Source: an optimization exercise on an open RTL-to-GDS flow (aim: small area and a short achievable clock period). Production flows keep margins and buffers that such runs may drop. RTL that was checked went through simulation tests only; none was proved equivalent to the original. For runs 1 to 4, only the layout was checked, not whether the RTL still works.

## flow/config.mk

```make
export PLATFORM = sky130hd
export DESIGN_NAME = dfc_codec
export DESIGN_NICKNAME = dfc_codec
export VERILOG_FILES = /design/flow/design.v
export SDC_FILE = /design/flow/constraint.sdc
export NUM_CORES = 4
export LEC_CHECK = 0
export CAP_MARGIN = 20
export CORE_AREA = 5 5 635 635
export DIE_AREA = 0 0 640 640
export PLACE_DENSITY = 0.6
export SETUP_SLACK_MARGIN = 5
export SLEW_MARGIN = 20
export BUFFER_PORTS_ARGS = -buffer_cell sky130_fd_sc_hd__buf_1
```

## flow/constraint.sdc

```tcl
create_clock -name core_clock -period 10.0 [get_ports {clk}]
set_input_delay 2.0000 -clock core_clock [delete_from_list [all_inputs] [get_ports {clk}]]
set_output_delay 2.0000 -clock core_clock [all_outputs]
set_load 0.01 [all_outputs]
```

## flow/design.v

```verilog
function [63:0] gf_x;
  input [63:0] a;
  begin
    gf_x = {a[62:0], 1'b0} ^ (a[63] ? 64'h1B : 64'h0);
  end
endfunction
function [63:0] gf_xinv;
  input [63:0] a;
  begin
    gf_xinv = {a[0], a[63:1]} ^ (a[0] ? 64'hD : 64'h0);
  end
endfunction
function [63:0] gf_xk;
  input [63:0] a;
  input integer k;
  integer i;
  reg [63:0] t;
  begin
    t = a;
    for (i = 0; i < k; i = i + 1) t = gf_x(t);
    gf_xk = t;
  end
endfunction
function [63:0] gf_xinvk;
  input [63:0] a;
  input integer k;
  integer i;
  reg [63:0] t;
  begin
    t = a;
    for (i = 0; i < k; i = i + 1) t = gf_xinv(t);
    gf_xinvk = t;
  end
endfunction
module dfc_encoder (
  input  wire         clk,
  input  wire         rst,
  input  wire         in_valid,
  input  wire [511:0] in_data,
  input  wire [1:0]   in_dir,
  input  wire         in_poison,
  output reg          out_valid,
  output reg  [127:0] out_cb
);
function [63:0] gf_x;
  input [63:0] a;
  begin
    gf_x = {a[62:0], 1'b0} ^ (a[63] ? 64'h1B : 64'h0);
  end
endfunction
function [63:0] gf_xinv;
  input [63:0] a;
  begin
    gf_xinv = {a[0], a[63:1]} ^ (a[0] ? 64'hD : 64'h0);
  end
endfunction
function [63:0] gf_xk;
  input [63:0] a;
  input integer k;
  integer i;
  reg [63:0] t;
  begin
    t = a;
    for (i = 0; i < k; i = i + 1) t = gf_x(t);
    gf_xk = t;
  end
endfunction
function [63:0] gf_xinvk;
  input [63:0] a;
  input integer k;
  integer i;
  reg [63:0] t;
  begin
    t = a;
    for (i = 0; i < k; i = i + 1) t = gf_xinv(t);
    gf_xinvk = t;
  end
endfunction
  reg [63:0] w [0:7];
  integer d, b;
  always @* begin
    for (d = 0; d < 8; d = d + 1)
      for (b = 0; b < 16; b = b + 1)
        w[d][4*b +: 4] = in_data[32*b + 4*d +: 4];
  end
  reg [63:0] tgt, x, y, v, p, z, w8, w9;
  reg [63:0] sk [0:6];
  integer l, i;
  always @* begin
    tgt = 64'h0;
    tgt[32] = in_dir[0];
    tgt[33] = in_dir[1];
    tgt[40] = in_poison;
    x = ((w[0] ^ w[1]) ^ (w[2] ^ w[3])) ^ ((w[4] ^ w[5]) ^ (w[6] ^ w[7]));
    y = ((gf_xinvk(w[0], 8) ^ gf_xinvk(w[1], 7)) ^ (gf_xinvk(w[2], 6) ^ gf_xinvk(w[3], 5)))
      ^ ((gf_xinvk(w[4], 4) ^ gf_xinvk(w[5], 3)) ^ (gf_xinvk(w[6], 2) ^ gf_xinvk(w[7], 1)))
      ^ gf_xinvk(tgt, 8);
    v = x ^ y;
    sk[0] = v;
    for (l = 0; l < 6; l = l + 1) begin
      sk[l+1] = sk[l];
      for (i = 0; i < 64; i = i + 1)
        if ((i >> l) & 1)
          sk[l+1][i] = sk[l][i] ^ sk[l][((i >> l) << l) - 1];
    end
    p = sk[6];
    z = p;
    z[0] = p[63] ^ v[0];
    z[3] = p[63] ^ p[3];
    w9 = z;
    w8 = x ^ w9;
  end
  reg [127:0] cb;
  integer k;
  always @* begin
    for (k = 0; k < 16; k = k + 1)
      cb[8*k +: 8] = {w9[4*k +: 4], w8[4*k +: 4]};
  end
  always @(posedge clk) begin
    if (rst) out_valid <= 1'b0;
    else     out_valid <= in_valid;
    out_cb <= cb;
  end
endmodule
module dfc_decoder (
  input  wire         clk,
  input  wire         rst,
  input  wire         in_valid,
  input  wire [639:0] in_word,
  input  wire         in_mark_valid,
  input  wire [3:0]   in_mark_dev,
  output reg          out_valid,
  output reg  [511:0] out_data,
  output reg  [1:0]   out_dir,
  output reg          out_poison,
  output reg  [1:0]   out_status,
  output reg  [3:0]   out_dev
);
function [63:0] gf_x;
  input [63:0] a;
  begin
    gf_x = {a[62:0], 1'b0} ^ (a[63] ? 64'h1B : 64'h0);
  end
endfunction
function [63:0] gf_xinv;
  input [63:0] a;
  begin
    gf_xinv = {a[0], a[63:1]} ^ (a[0] ? 64'hD : 64'h0);
  end
endfunction
function [63:0] gf_xk;
  input [63:0] a;
  input integer k;
  integer i;
  reg [63:0] t;
  begin
    t = a;
    for (i = 0; i < k; i = i + 1) t = gf_x(t);
    gf_xk = t;
  end
endfunction
function [63:0] gf_xinvk;
  input [63:0] a;
  input integer k;
  integer i;
  reg [63:0] t;
  begin
    t = a;
    for (i = 0; i < k; i = i + 1) t = gf_xinv(t);
    gf_xinvk = t;
  end
endfunction
  localparam [63:0] TAGS = (64'h1 << 32) | (64'h1 << 33) | (64'h1 << 40);
  reg [63:0] w [0:9];
  integer d, b;
  always @* begin
    for (d = 0; d < 10; d = d + 1)
      for (b = 0; b < 16; b = b + 1)
        w[d][4*b +: 4] = in_word[40*b + 4*d +: 4];
  end
  reg [63:0] s0, s1;
  always @* begin
    s0 = ((w[0] ^ w[1]) ^ (w[2] ^ w[3])) ^ ((w[4] ^ w[5]) ^ (w[6] ^ w[7])) ^ (w[8] ^ w[9]);
    s1 = ((w[0] ^ gf_xk(w[1], 1)) ^ (gf_xk(w[2], 2) ^ gf_xk(w[3], 3)))
       ^ ((gf_xk(w[4], 4) ^ gf_xk(w[5], 5)) ^ (gf_xk(w[6], 6) ^ gf_xk(w[7], 7)))
       ^ (gf_xk(w[8], 8) ^ gf_xk(w[9], 9));
  end
  reg [9:0]  z, mk, zm;
  reg [2:0]  et [0:9];
  reg        s0_nz, clean_fit, any_lo, any_hi, multi_lo, multi_hi, one, ok;
  reg [2:0]  dtag, tag;
  reg [3:0]  ddev;
  reg [63:0] e;
  integer j, jj;
  always @* begin
    s0_nz = |s0;
    for (j = 0; j < 10; j = j + 1) begin
      e = s1 ^ gf_xk(s0, j);
      z[j] = ((e & ~TAGS) == 64'h0);
      et[j] = {e[40], e[33], e[32]};
      mk[j] = !in_mark_valid || in_mark_dev == j[3:0];
    end
    zm = z & mk;
    any_lo = |zm[4:0];
    any_hi = |zm[9:5];
    multi_lo = 1'b0;
    multi_hi = 1'b0;
    for (j = 0; j < 5; j = j + 1)
      for (jj = j + 1; jj < 5; jj = jj + 1) begin
        multi_lo = multi_lo | (zm[j] & zm[jj]);
        multi_hi = multi_hi | (zm[5+j] & zm[5+jj]);
      end
    one = (any_lo ^ any_hi) & !multi_lo & !multi_hi;
    clean_fit = !s0_nz && z[0];
    ok = s0_nz ? one : z[0];
    dtag = 3'b000;
    ddev = 4'd0;
    for (j = 0; j < 10; j = j + 1) begin
      dtag = dtag | (et[j] & {3{zm[j]}});
      if (zm[j]) ddev = ddev | j[3:0];
    end
    tag = s0_nz ? dtag : et[0];
  end
  reg [511:0] xn;
  integer m, n;
  always @* begin
    for (m = 0; m < 8; m = m + 1)
      for (n = 0; n < 64; n = n + 1)
        xn[32*(n/4) + 4*m + (n%4)] = ~(w[m][n] ^ (zm[m] & s0[n]));
  end
  reg [511:0] xn_q;
  reg         okn_q;      
  always @(posedge clk) begin
    if (rst) out_valid <= 1'b0;
    else     out_valid <= in_valid;
    xn_q       <= xn;
    okn_q      <= !ok;
    out_dev    <= ddev & {4{ok & s0_nz}};
    out_status <= {!ok, ok & !clean_fit};
    out_dir    <= tag[1:0] | {2{!ok}};
    out_poison <= tag[2] | !ok;
  end
  always @* out_data = ~(xn_q | {512{okn_q}});
endmodule
module dfc_codec (
  input  wire         clk,
  input  wire         rst,
  input  wire         wr_valid,
  input  wire [511:0] wr_data,
  input  wire [1:0]   wr_dir,
  input  wire         wr_poison,
  output wire         wr_out_valid,
  output wire [127:0] wr_cb,
  input  wire         rd_valid,
  input  wire [639:0] rd_word,
  input  wire         rd_mark_valid,
  input  wire [3:0]   rd_mark_dev,
  output wire         rd_out_valid,
  output wire [511:0] rd_data,
  output wire [1:0]   rd_dir,
  output wire         rd_poison,
  output wire [1:0]   rd_status,
  output wire [3:0]   rd_dev
);
  dfc_encoder u_enc (
    .clk(clk), .rst(rst),
    .in_valid(wr_valid), .in_data(wr_data), .in_dir(wr_dir), .in_poison(wr_poison),
    .out_valid(wr_out_valid), .out_cb(wr_cb)
  );
  dfc_decoder u_dec (
    .clk(clk), .rst(rst),
    .in_valid(rd_valid), .in_word(rd_word),
    .in_mark_valid(rd_mark_valid), .in_mark_dev(rd_mark_dev),
    .out_valid(rd_out_valid), .out_data(rd_data), .out_dir(rd_dir),
    .out_poison(rd_poison), .out_status(rd_status), .out_dev(rd_dev)
  );
endmodule
```

## flow/flow/run.sh

```bash
#!/bin/bash
# The standard layout (standard.sh), with these changes to how it is made:
#  - synthesis is the standard flow's synthesis script with ABC run on flow/abc.script, a
#    delay-targeted mapping, instead of ORFS's abc_speed script; every other
#    synthesis step (and so every register) is as in the standard synthesis;
#  - the port buffers that buffer_ports inserts are sky130_fd_sc_hd__buf_1
#    instead of the tool's default choice;
set -euo pipefail
W=$PWD
cat >> config.mk <<'EOC'
export BUFFER_PORTS_ARGS = -buffer_cell sky130_fd_sc_hd__buf_1
EOC
export FLOW_FLOW_ABC_SCRIPT=$W/flow/abc.script
{ head -n 1 synth_recipe.tcl; cat flow/abc_proc.tcl; tail -n +2 synth_recipe.tcl; } > own_synth.tcl
M=$(cat flow/setup_margin)
sed -e "s#SYNTH_SCRIPT=[^ ]*#SYNTH_SCRIPT=$W/own_synth.tcl#" -e "s#SETUP_SLACK_MARGIN=[^ ]*#SETUP_SLACK_MARGIN=$M#" standard.sh > own_standard.sh
grep -q "SETUP_SLACK_MARGIN=$M " own_standard.sh
grep -q "SYNTH_SCRIPT=$W/own_synth.tcl" own_standard.sh
bash own_standard.sh > standard.log 2>&1
```

## flow/flow/abc.script

```
strash
dch
map -D 2500
topo
buffer -c
stime -c
upsize -c
dnsize -c
```

## flow/flow/abc_proc.tcl

```tcl
# Run ABC with this flow's own script (flow/abc.script) in place of ORFS's.
# It maps only the combinational logic; the registers are left as they are.
proc abc {args} {
  set i [lsearch -exact $args -script]
  if {$i >= 0} { lset args [expr {$i + 1}] $::env(FLOW_FLOW_ABC_SCRIPT) }
  yosys abc {*}$args
}
```

## flow/flow/setup_margin

```
4.5
```

## flow/standard.sh

```bash
#!/bin/bash
# synth_recipe.tcl (not shown) runs the flow's synth.tcl, then flattens the netlist and writes it again
# the make line also repeats each setting of config.mk as NAME=value (left out here)
make -C /OpenROAD-flow-scripts/flow DESIGN_CONFIG=/design/flow/config.mk WORK_HOME=/design/flow/orfs CLKGATE_MAP_FILE= SYNTH_SCRIPT=/design/flow/synth_recipe.tcl "${@:-finish}"
```

==> results of run 1 <==
state kept, by name, indices dropped and copies added (netlist names):
name and flops:
u_dec.out_dir 2, u_dec.xn_q 512, u_enc.out_valid 1, u_dec.out_valid 1, u_dec.out_poison 1, u_dec.out_status 2
u_enc.out_cb 128, u_dec.out_dev 4
worst max path at each step:
stage,slack [ns],from,depth (start not counted),to
after floorplan,4.67,rd_word[586],17,u_dec.out_dir[0]
after global placement,0.81,rd_word[160],14,u_dec.xn_q[199]
after detailed placement,1.45,rd_word[160],16,u_dec.xn_q[195]
after CTS,4.45,wr_data[492],17,u_enc.out_cb[122]
after global routing,4.44,rd_word[589],20,u_dec.out_dir[0]
final,4.39,rd_word[377],18,u_dec.xn_q[193]
synth_stat cells (40+ instances only):
| cell | n | share of area (%) |
|---|---|---|
| o22ai_1 | 147 | 1.7 |
| nand2_1 | 650 | 4.4 |
| buf_1 | 46 | 0.31 |
| xnor2_1 | 2306 | 37 |
| nand4_1 | 101 | 1.1 |
| nor4_1 | 106 | 1.2 |
| or2_2 | 108 | 1.2 |
| nor2_1 | 1030 | 7.0 |
| clkbuf_1 | 189 | 1.3 |
| nand3_1 | 48 | 0.44 |
| inv_1 | 215 | 1.5 |
| o221ai_1 | 40 | 0.64 |
| xor2_1 | 834 | 13 |
| dfxtp_1 | 651 | 24 |
| a22oi_1 | 48 | 0.65 |
layout make-up:
class | count | area share, %
repair buffers | 2107 | 12.89
clock inverters | 43 | 0.6434
multi-input cells | 5646 | 55.62
diodes | 140 | 0.4584
flip-flops and latches | 651 | 17.06
clock buffers | 119 | 3.423
inverters | 232 | 1.328
well taps | 5242 | 8.581
metal layers:
metal / global-route usage (%) / up-vias / part of all wire, %
met5: 0 / - / 0.16
met4: 12.95 / 124 / 7.0
met3: 6.892 / 1080 / 9.3
met2: 39.40 / 3562 / 50
met1: 22.59 / 27867 / 34
li1: - / 25370 / -
stage by stage:
step           std cells  hold slack, ns  setup slack (ns)
2_1_floorplan       6802           2.071             4.665
3_3_place_gp       13758           2.187            0.8113
3_5_place_dp       13761           2.194             1.447
4_1_cts            14003           1.208             4.454
5_1_grt            14124           1.272             4.438
6_report           14180           1.318             4.389
cells by family after synthesis:
logic type      Yosys count  synth area share, %
fa+ha+maj                 2              0.04548
buf+inv                 513                3.677
compound gates          332                4.232
xor+xnor               3195                52.13
simple gates           2109                16.23
flops                   651                23.69
what timing repair did:
item / in CTS / in global routing
buffers inserted: 70 / 34
endpoints found under the setup margin: 774 / 416
gates cloned: 10 / 2
gates resized for setup: 394 / 204
hold buffers: 0 / 0
pin swaps: 35 / 43
==> flow_summary.toml, run 1 <==
[global_routing]
grt.total_usage_pct = 22.06
overflow = 0
antenna_found_initial = 267
grt_pass1_vias = 56346
grt_max_degree = 175
grt_pass1_wl_um = 591300

[synth]
syn_inst = 6802
synth_warnings = 6
synthFlopType = "dfxtp_1"
synth.avg_cell_area_um2 = 8.089
ys_seq_area_share_pct = 23.69
async_flop_share_pct = 0
synthesis.area_um2 = 55020
synth_nets = 7968
yosys.cell_types.count = 57
synth-edff-count = 0
ys_seq_elements = 651

[hold_path]
min_from = "rd_valid"
min_to = "u_dec.out_valid"
whs_path_depth = 3
min_path_type = "in -> reg"

[cts]
cts_sinks = 651
cts_root_buf = "clkbuf_16"
numCtsBuffers = 93
clock_path_buffers = 4
cts_tree = "done"
path_clk_slew_ns = 0.06
htree_levels = 3

[cells_and_area]
fillers = 44695
final_common_cell = "xnor2_1"
syn_to_final_growth_pct = 38.91
nets = 9897
layout-drive-gt1-share_pct = 12.03
multiInputGateArea_um2 = 42510
final_cell_area_um2 = 76430
postLayoutCoreUtil_pct = 19.32
layout_common_cells = "xnor2_1 (2201), buf_1 (1691), nor2_1 (1021)"
final-seq-area_um2 = 13040

[status]
status = "complete, no violations"

[placed_design]
gp_congestion = 1.066
port_buffers = 1814
hpwl_um = 402800
dpl-instance-area_um2 = 69040

[drt]
routed_wl_um = 477000
firstDrtPassIters = 9
vias = 58003
ant_nets = 0
vias_per_cell = 4.090
drc = 0
first_iter_violations = 5596
wl_per_cell_um = 33.64

[sta]
fin_crit_sh_pct = 56.11
finalSetupViolCount = 0
slew_headroom_pct = 23.54
hold_viol = 0
max_freq_mhz = 178.2
rsz0062_at_grt = "yes"
worst_pin_slew_ns = 1.139
slew_violations = 0
tns_ns = 0
min_period_ns = 5.611

[floorplan]
die_h_um = 640
initial_core_util_pct = 13.90
die_area_um2 = 409600
io_pins = 1815
rows = 231
fp.coreArea_um2 = 395700
die_x_um = 640

[worst_setup_path]
cp-start-kind = "input port"
cp_top_family = "simple AND/OR/NAND/NOR gates"
worstPathCellList = "buf_1, xnor2_1, xnor2_1, xor2_1, or2_2, nand2_4, inv_1, nand2_1, nand4_1, nor4_4, nand4_1, a2111oi_2, and2_4, nand2_8, buf_16, buf_12, nor2_1, xnor2_1"
timing_worst_setup_path_type = "in -> reg"
critPathMaxStageDelay_ns = 0.46
critPathBufInv = 4
arrival_ns = 6.32
slowest_stage = "nor4_4"
crit_path_end_kind = "register"
required_ns = 10.71
cpMostUsedCell = "xnor2_1"
critPathMaxFanout = 12

[run]
maxCapViolations = 0
==> run 2: changes to the inputs <==
==> flow/flow/abc.script (replaced) <==
strash
dch
map -D 3000
topo
buffer -c
stime -c
upsize -c
dnsize -c
==> flow/flow/setup_margin (replaced) <==
5
==> flow_summary.toml, run 2 <==
[cells_and_area]
layout-drive-gt1-share_pct = 26.14
instances_no_fill = 14247
max_flop_register = "u_dec.xn_q"
final_common_cell = "xnor2_1"
nets = 9973
layout_common_cells = "xnor2_1 (1844), buf_1 (1331), nor2_1 (864)"
syn_to_final_growth_pct = 57.80
largest_reg_flops = 512
fillers = 43967
largestRegisters = "u_dec.xn_q (512), u_enc.out_cb (128), u_dec.out_dev (4)"

[worst_setup_path]
arrival_ns = 6.16
required_ns = 10.78
timing_worst_setup_path_type = "in -> reg"
critPathMaxFanout = 18
cp_top_family = "simple AND/OR/NAND/NOR gates"
cp-start-kind = "input port"
slowest_stage = "a2111oi_4"
cpMostUsedCell = "nand4_1"
crit_path_end_kind = "register"
critPathMaxStageDelay_ns = 0.50
critPathBufInv = 4
worstPathCellList = "buf_2, xor2_1, xnor2_1, xnor2_1, or2_4, nand2_8, buf_4, a21oi_1, nand4_1, nor4_4, nand4_1, a2111oi_4, nand2_4, buf_4, buf_12, a21oi_1, a221oi_1, nand4_1, a32oi_1, nand2_1"

[sta]
worst_pin_slew_ns = 1.016
tns_ns = 0
whs_ns = 1.357
min_period_ns = 5.375
max_freq_mhz = 186.0
hold_viol = 0
slew_violations = 0
rsz0062_at_grt = "yes"
fin_crit_sh_pct = 53.75
finalSetupViolCount = 0
slew_headroom_pct = 31.92

[global_routing]
antenna_found_initial = 293
overflow = 0
grt.total_usage_pct = 22.81
grt_max_degree = 149
grt_pass1_vias = 56865
grt_pass1_wl_um = 608600

[floorplan]
initial_core_util_pct = 13.61
die_area_um2 = 409600
die_h_um = 640
fp.coreArea_um2 = 395700
rows = 231
die_x_um = 640
io_pins = 1815

[synth]
synthesis.area_um2 = 53840
synth_warnings = 6
async_flop_share_pct = 0
ys_seq_elements = 651
synth_area_leader_cell = "xnor2_1"
syn_inst = 6567
synth.avg_cell_area_um2 = 8.199
synth-edff-count = 0
yosys.cell_types.count = 46
synth.top_cell.area_share_pct = 34.71
yosysMostFrequentCell = "xnor2_1"
ys_seq_area_share_pct = 24.20
synth_nets = 7733
synth.area.top_cells = "xnor2_1 (35%), dfxtp_1 (24%), xor2_1 (16%), nor2_1 (6.6%), nand2_1 (4.4%)"
synthFlopType = "dfxtp_1"
synth_common_cells = "xnor2_1 (2134), xor2_1 (1003), nor2_1 (949)"

[placed_design]
placed_cells = 13512
port_buffers = 1814
hpwl_um = 409000
gp_congestion = 1.008

[drt]
ant_nets = 0
wl_per_cell_um = 35.10
vias = 58473
routed_wl_um = 500000
firstDrtPassIters = 8
vias_per_cell = 4.104
first_iter_violations = 5586
drc = 0

[cts]
numCtsBuffers = 96
path_clk_slew_ns = 0.06
cts_tree = "done"
htree_levels = 3
cts_sinks = 651
postCtsHoldBufs = 0
clock_path_buffers = 4
cts_root_buf = "clkbuf_16"

[status]
status = "complete, no violations"

[run]
maxCapViolations = 0

[hold_path]
min_path_type = "in -> reg"
## run 2: stage by stage
| stage | area [µm²] | setup slack (ns) | utilization, % |
|---|---|---|---|
| finish | 84970 | 4.625 | 21.47 |
| global route | 84750 | 4.581 | 21.42 |
| CTS | 79520 | 4.889 | 20.10 |
| detailed placement | 67830 | 1.551 | 17.14 |
| global placement | 67760 | 1.015 | 17.12 |
| floorplan | 54220 | 4.423 | - |
## run 2: area by class of cell
type	count	area [µm²]	area share, %
diodes	123	307.8	0.3622
clock buffers	115	2605	3.066
clock inverters	58	708.2	0.8335
inverters	173	1033	1.216
multi-input cells	5468	46450	54.67
flip-flops and latches	651	13040	15.34
well taps	5242	6559	7.719
repair buffers	2417	14270	16.79
## run 2: worst paths after layout
path                         start                to  slack (ns)  cells past startpoint
worst max-delay path  rd_word[613]  u_dec.out_dir[1]        4.63                     20
worst min-delay path  rd_word[585]   u_dec.xn_q[473]        1.36                      2
## run 2: timing repair
item                                     CTS  global route
endpoints found under the setup margin  1093           601
cloned                                     8            15
resized for setup                       1395           769
pin swaps                                206           242
setup buffers                            248           168
## run 2: routing by layer
| metal | wire, µm | vias to the layer above | track usage [%] |
|---|---|---|---|
| li1 | - | 25144 | - |
| met1 | 167400 | 28210 | 23.11 |
| met2 | 247900 | 3717 | 40.90 |
| met3 | 50410 | 1266 | 8.419 |
| met4 | 33360 | 136 | 11.61 |
| met5 | 954 | - | 0 |
## run 2: kinds of logic after synthesis
kind of cell,synth area share [%]
xor gates and xnor gates,53.18
and+or+nand+nor,15.27
DFF,24.20
buffers and inverters,3.209
AOI/OAI and AO/OA,4.085
adders and majority gates,0.04647
==> run 3: changes to the inputs <==
==> flow/flow/abc.script (replaced) <==
strash
dch
map -D 2500
topo
buffer -c
stime -c
upsize -c
dnsize -c
--- a/flow/config.mk
+++ b/flow/config.mk
@@ -8,7 +8,7 @@
 export CAP_MARGIN = 20
 export CORE_AREA = 5 5 635 635
 export DIE_AREA = 0 0 640 640
-export PLACE_DENSITY = 0.6
+export PLACE_DENSITY = 0.75
 export SETUP_SLACK_MARGIN = 5
 export SLEW_MARGIN = 20
 export BUFFER_PORTS_ARGS = -buffer_cell sky130_fd_sc_hd__buf_1
==> flow_summary.toml, run 3 <==
[sta]
rsz0062_at_grt = "yes"
slew_headroom_pct = 27.86
tns_ns = 0
fin_crit_sh_pct = 51.64
finalSetupViolCount = 0
hold_viol = 0
worst_pin_slew_ns = 1.074
min_period_ns = 5.164
slew_violations = 0
max_freq_mhz = 193.7

[synth]
synth_nets = 7968
synth_warnings = 6
synth_area_leader_cell = "xnor2_1"
yosys.cell_types.count = 57
async_flop_share_pct = 0
synth.area.top_cells = "xnor2_1 (37%), dfxtp_1 (24%), xor2_1 (13%), nor2_1 (7.0%), nand2_1 (4.4%)"
yosysMostFrequentCell = "xnor2_1"
synthesis.area_um2 = 55020
synth.avg_cell_area_um2 = 8.089
syn_inst = 6802
synth_common_cells = "xnor2_1 (2306), nor2_1 (1030), xor2_1 (834)"
synth-edff-count = 0
synth.top_cell.area_share_pct = 36.71
synthFlopType = "dfxtp_1"
ys_seq_area_share_pct = 23.69
ys_seq_elements = 651

[worst_setup_path]
arrival_ns = 5.92
worstPathCellList = "buf_1, xnor2_2, xnor2_2, xor2_2, or2_4, nand2_8, clkinvlp_4, buf_6, o22ai_1, nor4_2, nand4_1, nor3_4, o2111a_2, nand2_8, nand2_8, nor3_2, nand4_1, nand2_2, o22ai_4, nand2_1"
cpMostUsedCell = "nand2_8"
slowest_stage = "nor3_4"
cp-start-kind = "input port"
required_ns = 10.75
critPathMaxStageDelay_ns = 0.45
critPathMaxFanout = 7
crit_path_end_kind = "register"
timing_worst_setup_path_type = "in -> reg"

[cts]
htree_levels = 3
cts_tree = "done"
path_clk_slew_ns = 0.07
cts_root_buf = "clkbuf_16"
clock_path_buffers = 4
cts_sinks = 651
numCtsBuffers = 91

[global_routing]
overflow = 0
grt_max_degree = 95
grt_pass1_vias = 58160
grt.total_usage_pct = 22.42
antenna_found_initial = 331
grt_pass1_wl_um = 601300

[drt]
firstDrtPassIters = 9
ant_nets = 0
first_iter_violations = 6273
wl_per_cell_um = 33.82
vias = 60776
drc = 0
vias_per_cell = 4.191
routed_wl_um = 490500

[floorplan]
fp.coreArea_um2 = 395700
rows = 231
io_pins = 1815
die_h_um = 640
die_area_um2 = 409600
die_x_um = 640
initial_core_util_pct = 13.90

[cells_and_area]
largest_reg_flops = 512
layout-drive-gt1-share_pct = 23.78
final-seq-area_um2 = 13040
fillers = 43623
syn_to_final_growth_pct = 55.01
final_common_cell = "xnor2_1"
nets = 10197
instances_no_fill = 14501
layout_common_cells = "xnor2_1 (1974), buf_1 (1408), nor2_1 (928)"
largestRegisters = "u_dec.xn_q (512), u_enc.out_cb (128), u_dec.out_dev (4)"
max_flop_register = "u_dec.xn_q"
multiInputGateArea_um2 = 47080
final_cell_area_um2 = 85280

[placed_design]
placed_cells = 13737
hpwl_um = 402300
dpl-instance-area_um2 = 68860
gp_congestion = 1.013
port_buffers = 1814

[run]
maxCapViolations = 0

[hold_path]
min_path_type = "in -> reg"

[status]
status = "complete, no violations"
[run 3: cell count changes in the layout (fill, tap and decap cells not counted), sizes merged, moves of 10 or more]
cell	previous run	this run
clkinv	50	30
diode	123	164
inv	103	171
nand2	632	660
nand3	24	51
nand4	78	102
nor2	949	1030
o2111ai	15	5
or2	136	111
xnor2	2139	2309
xor2	1015	844
[run 3: final timing paths]
path,startpoint,to,slack (ns),cells after the start
max,rd_word[434],u_dec.out_dir[1],4.84,20
min,wr_valid,u_enc.out_valid,1.31,3
[run 3: area by class of cell]
class	instances	area share, %
Antenna cell	164	0.4812
Clock buffer	118	2.977
Clock inverter	39	0.6015
Inverter	232	1.338
Multi-Input combinational cell	5646	55.20
Sequential cell	651	15.29
Tap cell	5242	7.691
Timing Repair Buffer	2409	16.42
[run 3: timing repair]
item	4_1_cts	5_1_grt
hold buffers	0	0
gates resized for setup	1175	754
pin swaps	165	284
endpoints found under the setup margin	868	664
buffers inserted	225	192
cloned	16	9
[run 3: logic make-up after synthesis]
kind of cell             synth area share (%)
XOR/XNOR                                52.13
adder cells (fa/ha/maj)               0.04548
AO/OA/AOI/OAI                           4.232
flip-flops                              23.69
AND/OR/NAND/NOR                         16.23
buffers and inverters                   3.677
[run 3: critical path, delay by kind of cell]
kind	cells	cell delay, ns
simple gates	11	2.18
xor+xnor	3	0.74
buf+inv	3	0.34
compound gates	3	0.61
[run 3: layer usage]
| layer | vias to the layer above | part of all wire (%) | global-route usage (%) |
|---|---|---|---|
| met5 | - | 0.16 | 0.4963 |
| met4 | 114 | 8.5 | 13.89 |
| met3 | 1469 | 11 | 9.106 |
| met2 | 4238 | 48 | 38.80 |
| met1 | 28988 | 33 | 22.35 |
| li1 | 25967 | - | - |
[run 3: per-stage QoR]
step	worst slack [ns]	util, %	hold slack (ns)
6_report	4.836	21.55	1.307
5_1_grt	4.889	21.51	1.296
4_1_cts	4.788	20.07	1.226
3_3_place_gp	1.410	17.40	2.188
3_5_place_dp	1.329	17.40	2.197
2_1_floorplan	4.834	-	2.071
==> run 4: changes to the inputs <==
--- a/flow/config.mk
+++ b/flow/config.mk
@@ -8,7 +8,8 @@
 export CAP_MARGIN = 20
 export CORE_AREA = 5 5 635 635
 export DIE_AREA = 0 0 640 640
-export PLACE_DENSITY = 0.75
+export PLACE_DENSITY = 0.6
 export SETUP_SLACK_MARGIN = 5
 export SLEW_MARGIN = 20
+export TNS_END_PERCENT = 0
 export BUFFER_PORTS_ARGS = -buffer_cell sky130_fd_sc_hd__buf_1
==> flow_summary.toml, run 4 <==
[hold_path]
whs_path_depth = 3
min_to = "u_enc.out_valid"
min_path_type = "in -> reg"
min_from = "wr_valid"

[drt]
vias_per_cell = 4.081
ant_nets = 0
firstDrtPassIters = 7
wl_per_cell_um = 33.96
drc = 0
routed_wl_um = 490000
vias = 58889
first_iter_violations = 5336

[global_routing]
grt_pass1_wl_um = 602700
grt_max_degree = 107
antenna_found_initial = 321
grt.total_usage_pct = 22.61
overflow = 0
grt_pass1_vias = 56817

[cts]
htree_levels = 3
clock_path_buffers = 4
cts_sinks = 651
cts_root_buf = "clkbuf_16"
numCtsBuffers = 91
path_clk_slew_ns = 0.06
postCtsHoldBufs = 0
cts_tree = "done"

[cells_and_area]
nets = 9995
largest_reg_flops = 512
final_cell_area_um2 = 80140
layout_common_cells = "xnor2_1 (2130), buf_1 (1545), nor2_1 (1014)"
syn_to_final_growth_pct = 45.67
postLayoutCoreUtil_pct = 20.25
max_flop_register = "u_dec.xn_q"
largestRegisters = "u_dec.xn_q (512), u_enc.out_cb (128), u_dec.out_dev (4)"
layout-drive-gt1-share_pct = 16.89
final_common_cell = "xnor2_1"

[sta]
finalSetupViolCount = 0
max_freq_mhz = 186.9
fin_crit_sh_pct = 53.51
slew_violations = 0
tns_ns = 0
hold_viol = 0
min_period_ns = 5.351
worst_pin_slew_ns = 1.174
slew_headroom_pct = 21.17
whs_ns = 1.315
rsz0062_at_grt = "yes"

[worst_setup_path]
slowest_stage = "xnor2_2"
crit_path_end_kind = "register"
cpMostUsedCell = "xor2_1"
critPathMaxStageDelay_ns = 0.60
timing_worst_setup_path_type = "in -> reg"
worstPathCellList = "buf_1, xnor2_1, xnor2_2, or2_2, nand2_4, xor2_1, nor4_4, nand4_1, nor3_4, o2111a_2, nand2_8, buf_6, nor2_1, xor2_1"
arrival_ns = 6.10
critPathMaxFanout = 29
cp-start-kind = "input port"
cp_top_family = "simple AND/OR/NAND/NOR gates"
required_ns = 10.75
critPathBufInv = 2

[floorplan]
rows = 231
fp.coreArea_um2 = 395700
die_h_um = 640
die_x_um = 640
die_area_um2 = 409600
io_pins = 1815
initial_core_util_pct = 13.90

[synth]
synth_warnings = 6
syn_inst = 6802
ys_seq_area_share_pct = 23.69
async_flop_share_pct = 0
yosysMostFrequentCell = "xnor2_1"
yosys.cell_types.count = 57
synth_common_cells = "xnor2_1 (2306), nor2_1 (1030), xor2_1 (834)"
synthesis.area_um2 = 55020
ys_seq_elements = 651
synth.top_cell.area_share_pct = 36.71
synth_nets = 7968
synth.area.top_cells = "xnor2_1 (37%), dfxtp_1 (24%), xor2_1 (13%), nor2_1 (7.0%), nand2_1 (4.4%)"
synth_area_leader_cell = "xnor2_1"
synth-edff-count = 0
synthFlopType = "dfxtp_1"
synth.avg_cell_area_um2 = 8.089

[placed_design]
dpl-instance-area_um2 = 68760
gp_congestion = 1.013
port_buffers = 1814
hpwl_um = 404900

[run]
maxCapViolations = 0

[status]
status = "complete, no violations"
[run 4: how the worst max path moves through the flow]
stage                       from          endpoint  slack (ns)  depth (start not counted)
finish              rd_word[200]   u_dec.xn_q[471]        4.65                         14
global route        rd_word[211]  u_dec.out_dir[0]        4.74                         17
CTS                  rd_word[83]  u_dec.out_dir[0]        4.87                         21
detailed placement   rd_word[31]   u_dec.xn_q[488]        1.60                         17
global placement    rd_word[161]  u_dec.out_dir[1]        1.18                         18
floorplan             wr_data[5]  u_enc.out_cb[82]        4.83                         19
[run 4: per-stage QoR]
stage,instances,setup slack [ns]
after floorplan,6802,4.834
after CTS,14058,4.868
after global placement,13728,1.180
final,14429,4.649
after global routing,14369,4.743
after detailed placement,13730,1.596
[run 4: area by class of cell]
class | instances | area (µm²)
well taps | 5242 | 6559
repair buffers | 2203 | 11300
clock inverters | 37 | 609.3
multi-input cells | 5650 | 44240
diodes | 290 | 725.7
fillers | 44569 | 315500
flip-flops and latches | 651 | 13040
clock buffers | 124 | 2582
inverters | 232 | 1090
[run 4: tightest hold or removal path, delay by kind of cell]
kind	cells	cell delay [ns]
and+or+nand+nor	1	0.03
buffers and inverters	2	0.11
[run 4: kinds of logic after synthesis]
group                      count (synthesis)  share of synthesized area [%]
DFF                                      651                          23.69
adders and majority gates                  2                        0.04548
buffers and inverters                    513                          3.677
and+or+nand+nor                         2109                          16.23
AOI/OAI and AO/OA                        332                          4.232
xor gates and xnor gates                3195                          52.13
[run 4: layer usage]
metal  wire length, µm  share of wire, %  track usage (%)  vias up
met4             42010               8.6            15.89      134
met1            153400                31            21.41    28240
met2            245500                50            40.57     3520
met5               905              0.18                0        -
li1                  -                 -                -    25699
met3             48090               9.8            8.044     1296
[run 4: what timing repair did]
item,4_1_cts,5_1_grt
hold endpoints to repair,0,0
gates cloned,19,3
gates resized for setup,744,399
endpoints found under the setup margin,893,717
pin swaps,95,104
buffers inserted,148,78
==> run 5: changes to the inputs <==
--- a/flow/design.v
+++ b/flow/design.v
@@ -185,11 +185,12 @@
        ^ ((gf_xk(w[4], 4) ^ gf_xk(w[5], 5)) ^ (gf_xk(w[6], 6) ^ gf_xk(w[7], 7)))
        ^ (gf_xk(w[8], 8) ^ gf_xk(w[9], 9));
   end
-  reg [9:0]  z, mk, zm;
+  reg [9:0]  z, mk, dev_fit;
   reg [2:0]  et [0:9];
-  reg        s0_nz, clean_fit, any_lo, any_hi, multi_lo, multi_hi, one, ok;
-  reg [2:0]  dtag, tag;
-  reg [3:0]  ddev;
+  reg        s0_nz, clean_fit, any_lo, any_hi, multi_lo, multi_hi, ok;
+  reg [2:0]  tag;
+  reg [3:0]  dev;
+  reg [7:0]  fix;
   reg [63:0] e;
   integer j, jj;
   always @* begin
@@ -200,47 +201,50 @@
       et[j] = {e[40], e[33], e[32]};
       mk[j] = !in_mark_valid || in_mark_dev == j[3:0];
     end
-    zm = z & mk;
-    any_lo = |zm[4:0];
-    any_hi = |zm[9:5];
+    clean_fit = !s0_nz && z[0];
+    dev_fit = z & mk & {10{s0_nz}};
+    any_lo = |dev_fit[4:0];
+    any_hi = |dev_fit[9:5];
     multi_lo = 1'b0;
     multi_hi = 1'b0;
     for (j = 0; j < 5; j = j + 1)
       for (jj = j + 1; jj < 5; jj = jj + 1) begin
-        multi_lo = multi_lo | (zm[j] & zm[jj]);
-        multi_hi = multi_hi | (zm[5+j] & zm[5+jj]);
+        multi_lo = multi_lo | (dev_fit[j] & dev_fit[jj]);
+        multi_hi = multi_hi | (dev_fit[5+j] & dev_fit[5+jj]);
       end
-    one = (any_lo ^ any_hi) & !multi_lo & !multi_hi;
-    clean_fit = !s0_nz && z[0];
-    ok = s0_nz ? one : z[0];
-    dtag = 3'b000;
-    ddev = 4'd0;
-    for (j = 0; j < 10; j = j + 1) begin
-      dtag = dtag | (et[j] & {3{zm[j]}});
-      if (zm[j]) ddev = ddev | j[3:0];
-    end
-    tag = s0_nz ? dtag : et[0];
-  end
-  reg [511:0] xn;
+    ok = clean_fit | ((any_lo ^ any_hi) & !multi_lo & !multi_hi);
+    tag = et[0] & {3{clean_fit}};
+    for (j = 0; j < 10; j = j + 1)
+      tag = tag | (et[j] & {3{dev_fit[j]}});
+    dev = 4'd0;
+    for (j = 0; j < 10; j = j + 1)
+      if (dev_fit[j]) dev = dev | j[3:0];
+    fix = dev_fit[7:0] & {8{ok}};
+  end
+  reg [511:0] wd_q;       
+  reg [63:0]  s0_q;
+  reg [7:0]   fix_q;      
+  reg         ok_q;
   integer m, n;
-  always @* begin
-    for (m = 0; m < 8; m = m + 1)
-      for (n = 0; n < 64; n = n + 1)
-        xn[32*(n/4) + 4*m + (n%4)] = ~(w[m][n] ^ (zm[m] & s0[n]));
-  end
-  reg [511:0] xn_q;
-  reg         okn_q;      
   always @(posedge clk) begin
     if (rst) out_valid <= 1'b0;
     else     out_valid <= in_valid;
-    xn_q       <= xn;
-    okn_q      <= !ok;
-    out_dev    <= ddev & {4{ok & s0_nz}};
+    for (m = 0; m < 8; m = m + 1)
+      for (n = 0; n < 64; n = n + 1)
+        wd_q[32*(n/4) + 4*m + (n%4)] <= w[m][n];
+    s0_q       <= s0;
+    fix_q      <= fix;
+    ok_q       <= ok;
+    out_dev    <= dev & {4{ok}};
     out_status <= {!ok, ok & !clean_fit};
     out_dir    <= tag[1:0] | {2{!ok}};
     out_poison <= tag[2] | !ok;
   end
-  always @* out_data = ~(xn_q | {512{okn_q}});
+  always @* begin
+    for (m = 0; m < 8; m = m + 1)
+      for (n = 0; n < 64; n = n + 1)
+        out_data[32*(n/4) + 4*m + (n%4)] = (ok_q & wd_q[32*(n/4) + 4*m + (n%4)]) ^ (fix_q[m] & s0_q[n]);
+  end
 endmodule
 module dfc_codec (
   input  wire         clk,
==> flow/flow/run.sh (replaced) <==
#!/bin/bash
# The standard layout (standard.sh), with these changes to how it is made:
#  - synthesis is the standard flow's synthesis script with ABC run on flow/abc.script, a
#    delay-targeted mapping, instead of ORFS's abc_speed script; every other
#    synthesis step (and so every register) is as in the standard synthesis;
#  - the port buffers that buffer_ports inserts are sky130_fd_sc_hd__buf_1
#    instead of the tool's default choice.
# Each tool's output goes to standard.log; ORFS keeps its per-step logs under orfs/logs.
set -euo pipefail
W=$PWD
cat >> config.mk <<'EOC'
export BUFFER_PORTS_ARGS = -buffer_cell sky130_fd_sc_hd__buf_1
EOC
export FLOW_FLOW_ABC_SCRIPT=$W/flow/abc.script
{ head -n 1 synth_recipe.tcl; cat flow/abc_proc.tcl; tail -n +2 synth_recipe.tcl; } > own_synth.tcl
sed "s#SYNTH_SCRIPT=[^ ]*#SYNTH_SCRIPT=$W/own_synth.tcl#" standard.sh > own_standard.sh
grep -q "SYNTH_SCRIPT=$W/own_synth.tcl" own_standard.sh
bash own_standard.sh > standard.log 2>&1
--- a/flow/config.mk
+++ b/flow/config.mk
@@ -11,5 +11,4 @@
 export PLACE_DENSITY = 0.6
 export SETUP_SLACK_MARGIN = 5
 export SLEW_MARGIN = 20
-export TNS_END_PERCENT = 0
 export BUFFER_PORTS_ARGS = -buffer_cell sky130_fd_sc_hd__buf_1
removed: flow/flow/setup_margin
==> flow_summary.toml, run 5 <==
[worst_setup_path]
cp-start-kind = "input port"
arrival_ns = 6.02
critPathMaxFanout = 6
crit_path_end_kind = "register"
timing_worst_setup_path_type = "in -> reg"
required_ns = 10.75

[global_routing]
grt_max_degree = 112
grt_pass1_vias = 55403
antenna_found_initial = 158
overflow = 0
grt.total_usage_pct = 21.08
grt_pass1_wl_um = 570700

[floorplan]
initial_core_util_pct = 14.37
io_pins = 1815
rows = 231
die_x_um = 640
fp.coreArea_um2 = 395700
die_h_um = 640
die_area_um2 = 409600

[cts]
postCtsHoldBufs = 0
cts_sinks = 724
cts_tree = "done"
clock_path_buffers = 4
path_clk_slew_ns = 0.06
htree_levels = 3
cts_root_buf = "clkbuf_16"
numCtsBuffers = 105

[synth]
synth.top_cell.area_share_pct = 28.93
synth-edff-count = 0
yosysMostFrequentCell = "xnor2_1"
async_flop_share_pct = 0
syn_inst = 6778
synth_common_cells = "xnor2_1 (1878), nand2_1 (1458), xor2_1 (1299)"
synth.avg_cell_area_um2 = 8.390
synth_area_leader_cell = "xnor2_1"
synthFlopType = "dfxtp_1"
synth.area.top_cells = "xnor2_1 (29%), dfxtp_1 (25%), xor2_1 (20%), nand2_1 (9.6%), xnor3_1 (1.6%)"
synthesis.area_um2 = 56860
synth_warnings = 6
synth_nets = 7945
yosys.cell_types.count = 64
ys_seq_area_share_pct = 25.49
ys_seq_elements = 724

[cells_and_area]
max_flop_register = "u_dec.wd_q"
nets = 9844
largest_reg_flops = 512
layout_common_cells = "xnor2_1 (1694), buf_1 (1574), nand2_1 (1405)"
syn_to_final_growth_pct = 40.31
final_common_cell = "xnor2_1"
instances_no_fill = 14112
fillers = 44300
largestRegisters = "u_dec.wd_q (512), u_enc.out_cb (128), u_dec.s0_q (64)"
layout-drive-gt1-share_pct = 14.73

[hold_path]
min_path_type = "in -> reg"
whs_path_depth = 1

[sta]
hold_viol = 0
worst_pin_slew_ns = 1.091
min_period_ns = 5.264
rsz0062_at_grt = "yes"
fin_crit_sh_pct = 52.64
tns_ns = 0
fin_ws_ns = 4.736
max_freq_mhz = 190.0
finalSetupViolCount = 0
slew_headroom_pct = 26.75
slew_violations = 0

[placed_design]
gp_congestion = 1.040
place_ws_ns = 2.135
hpwl_um = 384200
placed_cells = 13674
port_buffers = 1814

[drt]
vias_per_cell = 4.070
routed_wl_um = 455400
vias = 57440
drc = 0
firstDrtPassIters = 7
wl_per_cell_um = 32.27
first_iter_violations = 6122
ant_nets = 0

[status]
status = "complete, no violations"

[run]
maxCapViolations = 0
-- run 5: critical path: stages --
cell and delay, ns:
clkbuf_4 0.17, xnor2_4 0.18, xnor2_4 0.34, xnor2_4 0.18
and2_4 0.17, nor2_2 0.04, buf_8 0.12, clkinvlp_4 0.08
ha_4 0.12, nand3_2 0.07, nor3_2 0.16, nand4_1 0.23
nor4_4 0.41, and3_4 0.37, buf_4 0.15, nor3_1 0.04
nand2_1 0.09, or2_4 0.16, nand2_4 0.07, a21oi_2 0.16
nand4_1 0.26, a21oi_4 0.30, o21bai_1 0.11
-- run 5: area by class of cell --
class	count	area [µm²]	area share (%)
inverters	193	798.3	1.000
repair buffers	2085	9852	12.35
diodes	111	277.8	0.3481
clock buffers	138	3047	3.818
clock inverters	51	625.6	0.7841
flip-flops and latches	724	14530	18.21
well taps	5242	6559	8.220
multi-input cells	5568	44100	55.27
-- run 5: what timing repair did --
item                                    CTS  global route
buffers inserted                         84            44
endpoints found under the setup margin  451           105
gates cloned                              9             1
resized for setup                       668           165
pin swaps                                73            59
-- run 5: metal layers --
layer	share of wire, %	global-route usage (%)	vias up
met1	38	24.83	28155
met5	0.070	0.5081	-
met3	8.1	4.820	789
met4	5.8	9.713	52
li1	-	-	25178
met2	48	36.13	3266
-- run 5: cell families (layout without fill, tap and decap cells) --
| group | Yosys count | count (layout) | synth area share [%] |
|---|---|---|---|
| AND/OR/NAND/NOR | 1944 | 1947 | 14.49 |
| flip-flops | 724 | 724 | 25.49 |
| AO/OA/AOI/OAI | 353 | 354 | 4.387 |
| adder cells (fa/ha/maj) | 3 | 3 | 0.06602 |
| buffers and inverters | 492 | 2467 | 3.639 |
| XOR/XNOR | 3262 | 3264 | 51.93 |
| other | 0 | 111 | 0 |
-- run 5: per-stage QoR --
step / hold slack (ns) / area (µm²) / utilization, %
3_5_place_dp: 2.190 / 70550 / 17.83
4_1_cts: 1.228 / 78360 / 19.80
3_3_place_gp: 2.185 / 70510 / 17.82
2_1_floorplan: 2.028 / 57010 / -
6_report: 1.312 / 79790 / 20.17
5_1_grt: 1.263 / 79660 / 20.13
-- run 5: worst paths after layout --
kind,from,endpoint,slack [ns]
hold / removal,rd_word[134],u_dec.wd_q[110],1.31
setup / recovery,rd_word[584],u_dec.out_poison,4.74

-- re-timing with driven ports --
The results above use ideal ports. As a check the final layouts listed here were re-extracted and re-timed, cells and wires unchanged. Step 1 assumes that a clkbuf_16 drives the clock port and a buf_2 every other input. Step 2 adds t to the input delays and takes it off the output delays; t is the mean of the earliest and latest rising clock arrival at the registers after step 1. Input paths then give back, and output paths get back, about the clock's delay inside the block. Three values: ideal, step 1, step 2; two values: the first two.
| run | t (ns) | setup slack, ns | hold slack, ns | worst setup path after step 2 | latest minus earliest clock arrival (ns) |
|---|---|---|---|---|---|
| run 1 | 0.931 | 4.389 / 4.315 / 3.383 | 1.318 / 1.228 / 2.160 | input to register | 0.102 / 0.103 |
| run 2 | 0.930 | 4.625 / 4.467 / 3.536 | 1.357 / 1.291 / 2.221 | input to register | 0.072 / 0.071 |
| run 3 | 0.913 | 4.836 / 4.708 / 3.795 | 1.307 / 1.245 / 2.159 | input to register | 0.105 / 0.105 |
| run 4 | 0.948 | 4.649 / 4.677 / 3.729 | 1.315 / 1.216 / 2.164 | input to register | 0.090 / 0.090 |
| run 5 | 0.946 | 4.736 / 4.700 / 3.754 | 1.312 / 1.228 / 2.174 | input to register | 0.095 / 0.095 |
After both steps every run listed still meets setup and hold. For run 2, which loses most, drivers alone change the setup slack by -0.158 ns; drivers and shift together by -1.089 ns.
